This is an optimization exercise on Yosys and OpenROAD, whose aim is small area, not a production implementation.
Function was checked by simulation only, so behaviour that the tests miss may differ from the original.
No activity file was given, so power comes from the tool's default toggle rates.

==> flow/design.v (outline; a module is shown in full before it is edited, if it fits) <==
// module flc_fine: 2444 lines
module flc_fine (
    input  wire               clk,
    input  wire               rst,         
    input  wire               med_en,      
    input  wire [6:0]         r1,          
    input  wire [5:0]         r2,          
    input  wire [6:0]         ntap,        
    input  wire               coef_we,
    input  wire [5:0]         coef_addr,
    input  wire [23:0]        coef_data,   
    input  wire               bit_en,
    input  wire               bit_in,
    output reg                out_valid,
    output reg signed [26:0]  out_data
);
  // ...
==> flow/run.sh <==
#!/bin/bash
# synth_recipe.tcl (not shown) runs the flow's synth.tcl, then flattens the netlist and writes it again
# the make line also repeats each setting of config.mk as NAME=value (left out here)
make -C /OpenROAD-flow-scripts/flow DESIGN_CONFIG=/design/flow/config.mk WORK_HOME=/design/flow/orfs CLKGATE_MAP_FILE= SYNTH_SCRIPT=/design/flow/synth_recipe.tcl finish
==> flow/config.mk <==
export PLATFORM = sky130hd
export DESIGN_NAME = flc_fine
export DESIGN_NICKNAME = flc_fine
export VERILOG_FILES = /design/flow/design.v
export SDC_FILE = /design/flow/constraint.sdc
export NUM_CORES = 4
export LEC_CHECK = 0
export CAP_MARGIN = 20
export CORE_MARGIN = 2
export CORE_UTILIZATION = 40
export CTS_BUF_LIST = sky130_fd_sc_hd__clkbuf_8
export CTS_CLUSTER_DIAMETER = 60
export CTS_CLUSTER_SIZE = 16
export PLACE_DENSITY = 0.6
export SLEW_MARGIN = 20
==> flow/constraint.sdc <==
create_clock -name core_clock -period 13.0 [get_ports {clk}]
set_input_delay 2.6000 -clock core_clock [delete_from_list [all_inputs] [get_ports {clk}]]
set_output_delay 2.6000 -clock core_clock [all_outputs]
set_load 0.01 [all_outputs]
==> notes.md, run 1 <==
number of non-clock buffers in the layout=403; via count=42900; Total Wirelength=158000 µm; post-route cell area=86000 µm²; cell family with most CP delay=adder cells; synthesized area per cell=12.1 µm²; vias in the first global route=43500; Synth Area in Simple Gates=7.68%; Seq cells=2421; Worst path depth=51; Post-Syn Instances=6441; mux cell area share after synthesis=7.79%; Synth Area in Compound Gates=5.84%; status=no timing/DRC/antenna violations; relative max-transition margin=28.4%; Worst Hold Launch=br[28][5]; Root Driver=clkbuf_8; DIE AREA=198000 µm²; Synth top cells by count=dfxtp_1 (2346), nor2_1 (732), a21oi_1 (481), mux2i_1 (464), inv_1 (352); FF-to-FF Start=ta[0]; Syn Nets=6942; Startpoint Class=primary input; Seq area share=57.2%; buffer share of cell area=3.84%; Ports=84; DRC Markers=0; clk pwr=3.63 mW; Final Wtd Congestion=0.915; Clock Skew=0.0460 ns; die height=445 µm; met3 Track Usage GR=3.18%
==> run 2: changes to the inputs <==
--- a/flow/config.mk
+++ b/flow/config.mk
@@ -9,7 +9,7 @@
 export CORE_MARGIN = 2
-export CORE_UTILIZATION = 40
-export CTS_BUF_LIST = sky130_fd_sc_hd__clkbuf_8
-export CTS_CLUSTER_DIAMETER = 60
-export CTS_CLUSTER_SIZE = 16
-export PLACE_DENSITY = 0.6
+export CORE_UTILIZATION = 70
+export CTS_BUF_LIST = sky130_fd_sc_hd__clkbuf_16
+export CTS_CLUSTER_DIAMETER = 80
+export CTS_CLUSTER_SIZE = 30
+export PLACE_DENSITY = 0.85
 export SLEW_MARGIN = 20
==> notes.md, run 2 <==
count leader, synth=dfxtp_1 (unchanged); library cells used by synthesis=88 (unchanged); synthesized area per cell=12.1 µm² (unchanged); Total Wirelength=161000 µm (was 158000 µm); WP data arrival=13.23 ns (was 13.22 ns); Synth area leaders=dfxtp_1 (60%), fa_1 (7.1%), mux2i_1 (6.0%) (unchanged); RR Endpoint=acc[49] (unchanged); Setup Viol. Count Final=0 (unchanged); Root Driver=clkbuf_16 (was clkbuf_8); total grt overflow=0 (unchanged); Tmin final=12.67 ns (was 12.43 ns); worst setup path end=acc[49] (unchanged); Clock Skew=0.0687 ns (was 0.0460 ns); vias in the first global route=46000 (was 43500); status=no timing/DRC/antenna violations (unchanged); Worst Setup End Kind=flip-flop (unchanged); die height=338 µm (was 445 µm); via count=44400 (was 42900); Syn Nets=6942 (unchanged); relative max-transition margin=22.7% (was 28.4%); share of cells above drive strength 1=9.75% (was 11.2%); Hold WC Path Type=reg -> reg (unchanged); area leader, netlist=dfxtp_1 (unchanged); required time of the critical path=13.56 ns (was 13.80 ns); DIE AREA=114000 µm² (was 198000 µm²); slowest cell on the critical path=fa_1 (unchanged); Post-synth top flop=dfxtp_1 (unchanged); Lkg Pwr=37.3 nW (was 37.6 nW); Ports=84 (unchanged); Area growth syn-to-layout=8.40% (was 10.5%); Setup CP Type=in -> reg (unchanged); PwrDens=157 nW/µm² (was 154 nW/µm²); most used cell, CP=fa_2; FF-to-FF Start=lapb[0] (was ta[0]); fillcell total=6812 (was 17700); Initial Util=70.5% (was 40.4%); Synth top area share=60.3% (unchanged); sequential cell area fraction in the yosys report=63.2% (unchanged); Final ANT Viol Nets=0 (unchanged); first-pass GRT wire length=254000 µm (was 251000 µm); max reg flops=768 (unchanged); Regs by FF count=cr (768), ar (608), br (608) (unchanged); Fin. Hold Viols=0 (unchanged); synthesized flop and latch total=2421 (unchanged); clk buf depth=3 (unchanged); initial antenna violation count=7 (was 9); Synth top cells by count=dfxtp_1 (2346), nor2_1 (732), a21oi_1 (481), mux2i_1 (464), inv_1 (352) (unchanged); Pwr Total=13.3 mW (about the same); Tot GR Track Use=28.6% (was 16.0%); DRC Markers=0 (unchanged); Clock Latency Late Sink=0.77 ns (was 0.92 ns); crit share post-route=97.5% (was 95.6%); DP Wirelength=105000 µm (was 107000 µm); critical path peak fanout=3 (unchanged); worst setup margin=0.326 ns (was 0.571 ns); Post-synth EDFFs=75 (unchanged); Final Wtd Congestion=0.925 (was 0.915); CTS Buf Count=95 (was 179); Startpoint Class=primary input (unchanged); IO Port Bufs=83 (unchanged); Post-Syn Instances=6441 (unchanged); CP startpoint=r1[0] (unchanged); flop-to-flop setup slack=0.46 ns (was 0.66 ns); maxcap violations=0 (unchanged); CTS H-tree depth=3 (was 4); CP peak stage delay=0.54 ns (was 0.58 ns); Setup WS pre-CTS=-1.24 ns (was -1.38 ns); Biggest register=cr (unchanged); Vias/cell=5.49 (was 4.63); clock tree from TritonCTS=done (unchanged); Core Area=111000 µm² (was 193000 µm²); YS warnings=4 (unchanged); fmax=0.0789 GHz (was 0.0805 GHz); num rows=122 (was 161); hold_ws=0.311 ns (was 0.305 ns); largest net degree at the start of global routing=111 (was 62); actual slew at the worst max-slew pin=1.16 ns (was 1.07 ns); peak supply drop=0.144 mV (was 0.0949 mV); commonest non-fill, non-tap cell in the layout=dfxtp_1 (unchanged); highest-count cells in the layout ignoring fill and taps=dfxtp_1 (2344), nor2_1 (726), a21oi_1 (471) (was dfxtp_1 (2342), nor2_1 (726), a21oi_1 (475)); fin nets=7061 (was 7176); Initial DRT Pass Iterations=5 (was 6); Num Clock Sinks=2421 (unchanged); R2R depth=55 (was 57); max-slew violations=0 (unchanged); CTS clk-pin slew, worst paths=0.11 ns (was 0.09 ns); WL/cell=20.0 µm (was 17.1 µm); Post-Syn Area=77900 µm² (unchanged); die width=338 µm (was 445 µm); drt initial violations=3091 (was 2503); FFs w/ async S/R, synth=0% (unchanged)
==> run 2: cell counts after synthesis <==
Identical to the previous run, type by type.
==> run 2: cell type report <==
type                            count  area [µm²]  area share (%)
Sequential cell                  2421       49200            58.3
Clock buffer                       95        2380            2.82
Antenna cell                        6        15.0          0.0178
Timing Repair Buffer              372        3060            3.62
Tap cell                         1488        1860            2.21
Inverter                          353        1330            1.57
Multi-Input combinational cell   3317       26100            30.9
Clock inverter                     34         440           0.522
==> run 2: what timing repair did <==
action,CTS,global route
cloned,0,0
gates resized for setup,22,71
pin swaps,13,51
endpoints found under the setup margin,15,22
setup buffers,6,9
hold buffers,0,0
==> run 2: how the worst min path moves through the flow <==
stage / startpoint / end / slack, ns / cells after the start
final: br[5][0] / br[6][0] / 0.31 / 0
after global routing: ri3[5] / ri3[6] / 0.31 / 0
after CTS: ri3[5] / ri3[6] / 0.32 / 0
after detailed placement: ar[21][11] / ar[22][11] / 0.31 / 0
after global placement: ar[4][4] / ar[5][4] / 0.31 / 0
after floorplan: ar[9][0] / ar[10][0] / 0.31 / 0
==> run 2: worst max-delay path: cells and delay by family <==
| family | cells | cell delay (ns) |
|---|---|---|
| buffers and inverters | 14 | 1.51 |
| and+or+nand+nor | 9 | 1.49 |
| xor gates and xnor gates | 3 | 0.47 |
| muxes | 1 | 0.08 |
| AOI/OAI and AO/OA | 8 | 1.53 |
| adders and majority gates | 16 | 5.52 |
==> run 2: per-stage QoR <==
| step | std cells | instance area [µm²] | setup TNS (ns) | utilization, % |
|---|---|---|---|---|
| global route | 8081 | 84400 | -0.220 | 76.4 |
| floorplan | 6441 | 77900 | 0 | - |
| global placement | 7936 | 81100 | -14.05 | 73.4 |
| finish | 8086 | 84400 | 0 | 76.4 |
| detailed placement | 7936 | 81100 | -19.28 | 73.4 |
| CTS | 8071 | 84000 | 0 | 76.0 |
==> run 2: cells by family after synthesis <==
logic type                 after synthesis  share of synthesized area, %
buffers and inverters                  703                          3.79
muxes                                  565                          7.79
DFF                                   2421                          63.2
AOI/OAI and AO/OA                      789                          5.84
xor gates and xnor gates               163                          1.88
adders and majority gates              445                          9.82
and+or+nand+nor                       1355                          7.68
==> run 2: routing by layer <==
layer	vias up	wire, µm	global-route usage [%]
met4	0	6360	11.5
li1	21000	-	-
met3	359	8370	3.57
met2	1281	77700	48.0
met1	21800	69000	37.8
met5	-	0	0
==> run 2: power by group <==
| group | total, mW | switching [mW] | internal (mW) |
|---|---|---|---|
| clock | 3.63 | 2.24 | 1.40 |
| sequential | 8.63 | 0.292 | 8.34 |
| combinational | 1.00 | 0.594 | 0.406 |
| total | 13.3 | 3.12 | 10.1 |
==> run 3: changes to the inputs <==
--- a/flow/config.mk
+++ b/flow/config.mk
@@ -9,3 +9,3 @@
 export CORE_MARGIN = 2
-export CORE_UTILIZATION = 70
+export CORE_UTILIZATION = 60
 export CTS_BUF_LIST = sky130_fd_sc_hd__clkbuf_16
@@ -13,3 +13,4 @@
 export CTS_CLUSTER_SIZE = 30
-export PLACE_DENSITY = 0.85
+export GPL_TIMING_DRIVEN = 0
+export PLACE_DENSITY = 0.75
 export SLEW_MARGIN = 20
==> notes.md, run 3 <==
IO Port Bufs=82 (was 83); max reg flops=768 (unchanged); Total Wirelength=172000 µm (was 161000 µm); sequential share of power=64.0% (was 65.1%); fmax=0.0790 GHz (was 0.0789 GHz); clk buf depth=3 (unchanged); Synth top area share=60.3% (unchanged); Synth area leaders=dfxtp_1 (60%), fa_1 (7.1%), mux2i_1 (6.0%) (unchanged); crit share post-route=97.4% (was 97.5%); final core occ=66.0% (was 76.4%); Setup WS pre-CTS=-2.37 ns (was -1.24 ns); CTS Buf Count=99 (was 95); actual slew at the worst max-slew pin=1.09 ns (was 1.16 ns); CTS clk-pin slew, worst paths=0.10 ns (was 0.11 ns); Core Area=129000 µm² (was 111000 µm²); Clk pwr share=28.1% (was 27.4%); WP data arrival=13.23 ns (about the same); Multi-input gate area=26400 µm² (was 26100 µm²); Combinational Power Share=7.9% (was 7.5%); die width=364 µm (was 338 µm); Post-synth top flop=dfxtp_1 (unchanged); fin nets=7169 (was 7061); required time of the critical path=13.57 ns (was 13.56 ns); Regs by FF count=cr (768), ar (608), br (608) (unchanged); CP peak stage delay=0.67 ns (was 0.54 ns); library cells used by synthesis=88 (unchanged); Post-Syn Area=77900 µm² (unchanged); Final ANT Viol Nets=0 (unchanged); CTS H-tree depth=3 (unchanged); peak supply drop=0.130 mV (was 0.144 mV); CTS Hold Buffers Added=0 (unchanged); Internal Power=10.3 mW (was 10.1 mW); Worst Setup End Kind=flip-flop (unchanged); Setup Viol. Count Final=0 (unchanged); num rows=132 (was 122); share of cells above drive strength 1=9.04% (was 9.75%); most used cell, CP=fa_1 (was fa_2); Clock Skew=0.0710 ns (was 0.0687 ns); FFs w/ async S/R, synth=0% (unchanged); Post-Syn Instances=6441 (unchanged); critical path peak fanout=8 (was 3); Setup CP Type=in -> reg (unchanged); status=no timing/DRC/antenna violations (unchanged); Biggest register=cr (unchanged); Fin. Hold Viols=0 (unchanged); hold_ws=0.303 ns (was 0.311 ns); synthesized flop and latch total=2421 (unchanged); post-route cell area=85300 µm² (was 84400 µm²); PwrDens=158 nW/µm² (was 157 nW/µm²); sw frac=23.7% (was 23.6%); total grt overflow=0 (unchanged); Lkg Pwr=37.1 nW (was 37.3 nW); synthesized area per cell=12.1 µm² (unchanged); Root Driver=clkbuf_16 (unchanged); fillcell total=9738 (was 6812); net switching power=3.19 mW (was 3.12 mW); first-pass GRT wire length=260000 µm (was 254000 µm); Area growth syn-to-layout=9.51% (was 8.40%); Num Clock Sinks=2421 (unchanged); max-slew violations=0 (unchanged); relative max-transition margin=27.0% (was 22.7%); area leader, netlist=dfxtp_1 (unchanged); worst setup margin=0.339 ns (was 0.326 ns); via count=44700 (was 44400); Tmin final=12.66 ns (was 12.67 ns); vias in the first global route=44300 (was 46000); Hold WC Path Type=reg -> reg (unchanged); Seq. cell area=49200 µm² (about the same); DIE AREA=133000 µm² (was 114000 µm²); Syn Nets=6942 (unchanged); YS warnings=4 (unchanged); WL/cell=20.3 µm (was 20.0 µm); Ports=84 (unchanged); DP Wirelength=123000 µm (was 105000 µm); maxcap violations=0 (unchanged); initial antenna violation count=4 (was 7); Pwr Total=13.4 mW (was 13.3 mW); Synth top cells by count=dfxtp_1 (2346), nor2_1 (732), a21oi_1 (481), mux2i_1 (464), inv_1 (352) (unchanged); DP Area=81000 µm² (was 81100 µm²); Vias/cell=5.29 (was 5.49); Tot GR Track Use=25.8% (was 28.6%); Startpoint Class=primary input (unchanged); drt initial violations=3201 (was 3091); sequential cell area fraction in the yosys report=63.2% (unchanged); DRC Markers=0 (unchanged); Clock Latency Late Sink=0.78 ns (was 0.77 ns); Final Wtd Congestion=0.948 (was 0.925); die height=364 µm (was 338 µm); commonest non-fill, non-tap cell in the layout=dfxtp_1 (unchanged); slowest cell on the critical path=fa_2 (was fa_1); Initial Util=60.3% (was 70.5%); clock tree from TritonCTS=done (unchanged); largest net degree at the start of global routing=32 (was 111); Post-synth EDFFs=75 (unchanged); highest-count cells in the layout ignoring fill and taps=dfxtp_1 (2342), nor2_1 (722), a21oi_1 (469) (was dfxtp_1 (2344), nor2_1 (726), a21oi_1 (471)); count leader, synth=dfxtp_1 (unchanged); Initial DRT Pass Iterations=5 (unchanged)
==> run 3: path summary, 6_finish.rpt <==
| kind | start | end | slack, ns | depth (start not counted) |
|---|---|---|---|---|
| max | r1[0] | acc[49] | 0.34 | 48 |
| min | ar[1][17] | ar[2][17] | 0.30 | 0 |
| max reg2reg | ta[0] | acc[49] | 0.36 | 54 |
| min reg2reg | ar[1][17] | ar[2][17] | 0.30 | 0 |
==> run 3: cell type report <==
class,instances,area share [%]
flip-flops and latches,2421,57.7
multi-input cells,3317,31.0
clock buffers,102,2.99
well taps,1742,2.56
plain buffers,344,2.16
inverters,353,1.56
repair buffers,132,1.40
clock inverters,36,0.581
diodes,4,0.0117
==> run 3: critical path: cells and delay by family <==
family / cells / cell delay [ns]
adders and majority gates: 16 / 5.74
buffers and inverters: 10 / 0.93
xor gates and xnor gates: 2 / 0.30
AOI/OAI and AO/OA: 10 / 1.67
and+or+nand+nor: 10 / 1.96
==> run 3: power groups by stage <==
stage	Clock, mW	Combinational [mW]	Sequential, mW
floorplan	0	0.646	8.66
global placement	0	0.949	8.73
detailed placement	0	0.980	8.77
CTS	3.84	1.02	8.61
global route	4.10	1.15	8.68
finish	3.77	1.07	8.61
==> run 3: layer usage <==
layer	part of all wire [%]	wire length, µm	GRT usage [%]
met1	45	76400	35.6
met2	46	78800	41.5
met3	6.0	10300	3.96
met4	3.6	6160	9.12
met5	0.0076	13	0
==> run 3: cell families after synthesis <==
family	count (synthesis)	synth area share (%)
flops	2421	63.2
mux	565	7.79
compound gates	789	5.84
simple gates	1355	7.68
buf+inv	703	3.79
xor+xnor	163	1.88
fa+ha+maj	445	9.82
==> run 3: through the flow <==
stage               cells  TNS (ns)
detailed placement   8269    -49.84
finish               8451         0
floorplan            6441         0
global route         8447   -0.0277
CTS                  8421         0
global placement     8265    -44.69
==> run 3: what timing repair did <==
item	CTS	global route
pin swaps	29	63
setup endpoints to repair	32	18
gates resized for setup	148	120
buffers inserted	18	29
==> run 4: changes to the inputs <==
--- a/flow/config.mk
+++ b/flow/config.mk
@@ -13,3 +13,2 @@
 export CTS_CLUSTER_SIZE = 30
-export GPL_TIMING_DRIVEN = 0
 export PLACE_DENSITY = 0.75
==> notes.md, run 4 <==
post-route cell area=84600 µm² (was 85300 µm²); maxcap violations=0 (unchanged); slowest cell on the critical path=fa_1 (was fa_2); WL/cell=18.1 µm (was 20.3 µm); count leader, synth=dfxtp_1 (unchanged); crit share post-route=96.2% (was 97.4%); FFs w/ async S/R, synth=0% (unchanged); CTS H-tree depth=3 (unchanged); commonest non-fill, non-tap cell in the layout=dfxtp_1 (unchanged); DP Wirelength=101000 µm (was 123000 µm); via count=42900 (was 44700); status=no timing/DRC/antenna violations (unchanged); flop-to-flop setup slack=0.59 ns (was 0.36 ns); CP peak stage delay=0.57 ns (was 0.67 ns); Final Wtd Congestion=0.921 (was 0.948); Regs by FF count=cr (768), ar (608), br (608) (unchanged); initial antenna violation count=2 (was 4); Clock Latency Late Sink=0.75 ns (was 0.78 ns); Synth top cells by count=dfxtp_1 (2346), nor2_1 (732), a21oi_1 (481), mux2i_1 (464), inv_1 (352) (unchanged); Worst Setup End Kind=flip-flop (unchanged); Setup Viol. Count Final=0 (unchanged); Post-synth top flop=dfxtp_1 (unchanged); library cells used by synthesis=88 (unchanged); PwrDens=157 nW/µm² (was 158 nW/µm²); Clock Skew=0.0493 ns (was 0.0710 ns); sequential cell area fraction in the yosys report=63.2% (unchanged); synthesized area per cell=12.1 µm² (unchanged); Post-synth EDFFs=75 (unchanged); Setup WS pre-CTS=-1.10 ns (was -2.37 ns); DP Area=81400 µm² (was 81000 µm²); required time of the critical path=13.60 ns (was 13.57 ns); actual slew at the worst max-slew pin=1.15 ns (was 1.09 ns); Post-Syn Instances=6441 (unchanged); critical path peak fanout=3 (was 8); Total Wirelength=151000 µm (was 172000 µm); Tmin final=12.50 ns (was 12.66 ns); Syn Nets=6942 (unchanged); final core occ=65.5% (was 66.0%); YS warnings=4 (unchanged); DIE AREA=133000 µm² (unchanged); Area growth syn-to-layout=8.68% (was 9.51%); largest net degree at the start of global routing=111 (was 32); Fin. Hold Viols=0 (unchanged); Initial DRT Pass Iterations=5 (unchanged); hold_ws=0.299 ns (was 0.303 ns); Initial Util=60.3% (unchanged); IO Port Bufs=83 (was 82); worst setup margin=0.499 ns (was 0.339 ns); Biggest register=cr (unchanged); Root Driver=clkbuf_16 (unchanged); CTS clk-pin slew, worst paths=0.10 ns (about the same); first-pass GRT wire length=239000 µm (was 260000 µm); fin nets=7055 (was 7169); fmax=0.0800 GHz (was 0.0790 GHz); Hold WC Path Type=reg -> reg (unchanged); drt initial violations=2888 (was 3201); Ports=84 (unchanged); peak supply drop=0.119 mV (was 0.130 mV); total grt overflow=0 (unchanged); share of cells above drive strength 1=9.40% (was 9.04%); area leader, netlist=dfxtp_1 (unchanged); Startpoint Class=primary input (unchanged); CTS Buf Count=98 (was 99); clock tree from TritonCTS=done (unchanged); Final ANT Viol Nets=0 (unchanged); DRC Markers=0 (unchanged); Num Clock Sinks=2421 (unchanged); clk buf depth=3 (unchanged); Lkg Pwr=37.2 nW (was 37.1 nW); die width=364 µm (unchanged); Synth area leaders=dfxtp_1 (60%), fa_1 (7.1%), mux2i_1 (6.0%) (unchanged); die height=364 µm (unchanged); highest-count cells in the layout ignoring fill and taps=dfxtp_1 (2343), nor2_1 (726), a21oi_1 (475) (was dfxtp_1 (2342), nor2_1 (722), a21oi_1 (469)); relative max-transition margin=23.1% (was 27.0%); Core Area=129000 µm² (unchanged); fillcell total=9669 (was 9738); WP data arrival=13.10 ns (was 13.23 ns); Tot GR Track Use=22.9% (was 25.8%); max-slew violations=0 (unchanged); num rows=132 (unchanged); synthesized flop and latch total=2421 (unchanged); Vias/cell=5.15 (was 5.29); vias in the first global route=43000 (was 44300); Setup CP Type=in -> reg (unchanged); Post-Syn Area=77900 µm² (unchanged); max reg flops=768 (unchanged); CTS Hold Buffers Added=0 (unchanged); Synth top area share=60.3% (unchanged)
-- run 4: repair_timing --
item                                   in CTS  in global routing
pin swaps                                  18                 25
endpoints found under the hold margin       0                  0
setup endpoints to repair                  12                 25
buffers inserted                            3                  2
cloned                                      0                  1
gates resized for setup                    26                 33
-- run 4: layer usage --
metal	global-route usage, %	up-vias	routed length (µm)
met4	7.78	2	4620
met1	32.1	20800	70600
met2	37.1	870	69400
met5	0	-	13
li1	-	21000	-
met3	2.90	249	6310
-- run 4: report_power, final --
group | internal [mW] | switching, mW | leakage [nW] | total [mW]
Sequential | 8.34 | 0.267 | 20.2 | 8.61
Clock | 1.45 | 2.23 | 1.48 | 3.68
Combinational | 0.407 | 0.576 | 15.6 | 0.983
Total | 10.2 | 3.07 | 37.2 | 13.3
-- run 4: cells by family (layout without fill, tap and decap cells) --
family,after synthesis,after routing,share of synthesized area [%]
buf+inv,703,855,3.79
mux,565,565,7.79
xor+xnor,163,163,1.88
flops,2421,2421,63.2
compound gates,789,789,5.84
simple gates,1355,1355,7.68
other cells,0,2,0
fa+ha+maj,445,445,9.82
-- run 4: critical path, delay by kind of cell --
family	cells	cell delay, ns
xor gates and xnor gates	3	0.48
buffers and inverters	7	0.68
and+or+nand+nor	7	0.64
AOI/OAI and AO/OA	21	3.55
adders and majority gates	13	5.14
-- run 4: worst paths after layout --
kind | from | endpoint | depth (start not counted)
max | r1[0] | acc[49] | 51
min | br[13][12] | br[14][12] | 0
max reg2reg | lapb[0] | acc[49] | 55
min reg2reg | br[13][12] | br[14][12] | 0
-- run 4: per-stage QoR --
stage | cells | TNS (ns) | total power, mW
3_5_place_dp | 8190 | -16.04 | 9.72
6_report | 8337 | 0 | 13.3
4_1_cts | 8332 | 0 | 13.3
3_3_place_gp | 8190 | -14.24 | 9.67
2_1_floorplan | 6441 | 0 | 9.31
5_1_grt | 8335 | -0.102 | 13.8
-- run 4: layout make-up --
cell class | instances | area [µm²] | area share [%]
Tap cell | 1742 | 2180 | 2.58
Clock inverter | 39 | 437 | 0.516
Antenna cell | 2 | 5.00 | 0.00591
Sequential cell | 2421 | 49200 | 58.2
Clock buffer | 100 | 2500 | 2.96
Inverter | 353 | 1330 | 1.57
Multi-Input combinational cell | 3317 | 26000 | 30.7
Timing Repair Buffer | 363 | 3000 | 3.54
==> run 5: changes to the inputs <==
--- a/flow/config.mk
+++ b/flow/config.mk
@@ -7,3 +7,3 @@
 export LEC_CHECK = 0
-export CAP_MARGIN = 20
+export CAP_MARGIN = 0
 export CORE_MARGIN = 2
@@ -14,2 +14,2 @@
 export PLACE_DENSITY = 0.75
-export SLEW_MARGIN = 20
+export SLEW_MARGIN = 0
==> notes.md, run 5 <==
Initial Util=60.3% (unchanged); Synth top cells by count=dfxtp_1 (2346), nor2_1 (732), a21oi_1 (481), mux2i_1 (464), inv_1 (352) (unchanged); Vias/cell=5.15 (unchanged); drt initial violations=2888 (unchanged); fillcell total=9669 (unchanged); required time of the critical path=13.60 ns (about the same); status=no timing/DRC/antenna violations (unchanged); Startpoint Class=primary input (unchanged); cell family with most CP delay=adder cells (unchanged); slowest cell on the critical path=fa_1 (unchanged); Num Clock Sinks=2421 (unchanged); Hold WC Path Type=reg -> reg (unchanged); PwrDens=157 nW/µm² (unchanged); vias in the first global route=43000 (unchanged); critical path peak fanout=3 (unchanged); hold_ws=0.299 ns (unchanged); Post-Syn Area=77900 µm² (unchanged); Synth Area in Compound Gates=5.84% (unchanged); die width=364 µm (unchanged); Initial DRT Pass Iterations=5 (unchanged); Post-synth top flop=dfxtp_1 (unchanged); Area growth syn-to-layout=8.68% (unchanged); worst setup path end=acc[49] (unchanged); count leader, synth=dfxtp_1 (unchanged); Post-synth EDFFs=75 (unchanged); largest net degree at the start of global routing=111 (unchanged); Final Wtd Congestion=0.921 (unchanged); R2R depth=55 (unchanged); mux cell area share after synthesis=7.79% (unchanged); first-pass GRT wire length=239000 µm (unchanged); synthesized flop and latch total=2421 (unchanged); Worst Setup End Kind=flip-flop (unchanged); maxcap violations=0 (unchanged); area leader, netlist=dfxtp_1 (unchanged); Placed Cells=8190 (unchanged); flop-to-flop setup slack=0.59 ns (about the same); DP Area=81400 µm² (unchanged); Worst Path Buf+Inv=7 (unchanged); Final ANT Viol Nets=0 (unchanged); DP Wirelength=101000 µm (unchanged); FFs w/ async S/R, synth=0% (unchanged); CP startpoint=r1[0] (unchanged); Tmin final=12.50 ns (unchanged); Regs by FF count=cr (768), ar (608), br (608) (unchanged); Setup Viol. Count Final=0 (unchanged); post-route cell area=84600 µm² (unchanged); die height=364 µm (unchanged); peak supply drop=0.119 mV (unchanged); Total Wirelength=151000 µm (unchanged); clk buf depth=3 (unchanged); initial antenna violation count=2 (unchanged); clock tree from TritonCTS=done (unchanged); num rows=132 (unchanged); post-synthesis xor/xnor area fraction=1.88% (unchanged); share of cells above drive strength 1=9.40% (unchanged); Synth Area in Simple Gates=7.68% (unchanged); synthesized area per cell=12.1 µm² (unchanged); WP data arrival=13.10 ns (about the same); Synth top area share=60.3% (unchanged); Biggest register=cr (unchanged); Ports=84 (unchanged); Adder-Cell Fraction of Synth Area=9.82% (unchanged); library cells used by synthesis=88 (unchanged); fin nets=7055 (unchanged); highest-count cells in the layout ignoring fill and taps=dfxtp_1 (2343), nor2_1 (726), a21oi_1 (475) (unchanged); Setup CP Type=in -> reg (unchanged); CTS Buf Count=98 (unchanged); fmax=0.0800 GHz (unchanged); Seq. cell area=49200 µm² (unchanged); Fin. Hold Viols=0 (unchanged); Root Driver=clkbuf_16 (unchanged); Tot GR Track Use=22.9% (unchanged); CTS Hold Buffers Added=0 (unchanged); crit share post-route=96.2% (unchanged); CTS clk-pin slew, worst paths=0.10 ns (about the same); Worst path depth=51 (unchanged); Multi-input gate area=26000 µm² (unchanged); Core Area=129000 µm² (unchanged); CP peak stage delay=0.57 ns (about the same); YS warnings=4 (unchanged); Lkg Pwr=37.2 nW (unchanged); total grt overflow=0 (unchanged); commonest non-fill, non-tap cell in the layout=dfxtp_1 (unchanged); Synth area leaders=dfxtp_1 (60%), fa_1 (7.1%), mux2i_1 (6.0%) (unchanged); actual slew at the worst max-slew pin=1.15 ns (unchanged); largest family of logic cells by synthesized area=adder cells (unchanged); DIE AREA=133000 µm² (unchanged); via count=42900 (unchanged); relative max-transition margin=23.1% (unchanged); FF-to-FF Start=lapb[0] (unchanged); WL/cell=18.1 µm (unchanged); Syn Nets=6942 (unchanged); sequential cell area fraction in the yosys report=63.2% (unchanged); RR Endpoint=acc[49] (unchanged); max reg flops=768 (unchanged); CTS H-tree depth=3 (unchanged); final cell count without fillers=8337 (unchanged); Clock Skew=0.0493 ns (unchanged); Post-Syn Instances=6441 (unchanged); IO Port Bufs=83 (unchanged); Clock Latency Late Sink=0.75 ns (about the same); setup TNS=0 ns (unchanged); DRC Markers=0 (unchanged); max-slew violations=0 (unchanged)
==> run 5: metal layers <==
metal | routed length (µm) | global-route usage (%) | vias up
li1 | - | - | 21000
met1 | 70600 | 32.1 | 20800
met2 | 69400 | 37.1 | 870
met3 | 6310 | 2.90 | 249
met4 | 4620 | 7.78 | 2
met5 | 13 | 0 | -
==> run 5: how the worst min path moves through the flow <==
stage                from         end  slack [ns]  depth (start not counted)
2_1_floorplan    ar[9][0]   ar[10][0]        0.31                          0
3_3_place_gp     br[5][9]    br[6][9]        0.31                          0
3_5_place_dp    br[4][13]   br[5][13]        0.31                          0
4_1_cts         ar[28][6]   ar[29][6]        0.29                          0
5_1_grt        br[13][12]  br[14][12]        0.30                          0
6_report       br[13][12]  br[14][12]        0.30                          0
==> run 5: cell type report <==
type	instances	area share (%)
clock buffers	100	2.96
flip-flops and latches	2421	58.2
multi-input cells	3317	30.7
repair buffers	363	3.54
well taps	1742	2.58
inverters	353	1.57
clock inverters	39	0.516
diodes	2	0.00591
==> run 5: power breakdown <==
part | switching [mW] | internal (mW)
clock | 2.23 | 1.45
sequential | 0.267 | 8.34
combinational | 0.576 | 0.407
==> run 5: kinds of logic after synthesis <==
family                     count (synthesis)
DFF                                     2421
and+or+nand+nor                         1355
AOI/OAI and AO/OA                        789
buffers and inverters                    703
muxes                                    565
adders and majority gates                445
xor gates and xnor gates                 163
==> run 5: worst reg2reg max path: cells and delay by family, from the launching register on <==
kind	cells	cell delay (ns)
multiplexers	1	0.49
flip-flops	1	0.38
adder cells (fa/ha/maj)	13	5.23
AND/OR/NAND/NOR	9	1.20
buffers and inverters	6	0.72
XOR/XNOR	3	0.48
AO/OA/AOI/OAI	23	3.77
==> run 5: repair_timing <==
item	in CTS	in global routing
cloned	0	1
resized for setup	26	33
pin swaps	18	25
endpoints found under the setup margin	12	25
setup buffers	3	2
==> run 5: per-stage QoR <==
step / worst slack [ns] / utilization (%) / total power [mW]
finish: 0.499 / 65.5 / 13.3
global placement: -1.00 / 63.0 / 9.67
floorplan: 0.00646 / - / 9.31
global route: -0.0418 / 65.5 / 13.8
detailed placement: -1.10 / 63.0 / 9.72
CTS: 0.0182 / 65.4 / 13.3

## port drivers added, routing unchanged
No port has a modelled driver above. Below, the same layouts with a new extraction and two added sets of constraints. Step 1: set_driving_cell puts a clkbuf_16 on clk and a buf_2 on each other input, an assumption about the parent block. Step 2 moves the port delays by t, midway between the first and last clock arrival at a register: inputs arrive t later, outputs are due t later. That takes back most of the time a late clock gives input paths. Slacks: no drivers / after step 1 / after step 2; pairs: no drivers / after step 1.
| run | shift t [ns] | slack for setup (ns) | hold slack, ns |
|---|---|---|---|
| run 1 | 0.987 | 0.571 / 0.628 / -0.359 | 0.305 / 0.305 / 0.305 |
| run 2 | 0.818 | 0.326 / 0.379 / -0.438 | 0.311 / 0.311 / 0.311 |
| run 3 | 0.823 | 0.339 / 0.364 / -0.433 | 0.303 / 0.303 / 0.303 |
| run 4 | 0.811 | 0.499 / 0.555 / -0.256 | 0.299 / 0.299 / 0.299 |
| run 5 | 0.811 | 0.499 / 0.555 / -0.256 | 0.299 / 0.299 / 0.299 |
With both steps, setup timing fails in every run listed, where it was met with ideal ports. For run 1, which loses most, drivers alone change the setup slack by +0.057 ns; drivers and shift together by -0.930 ns.
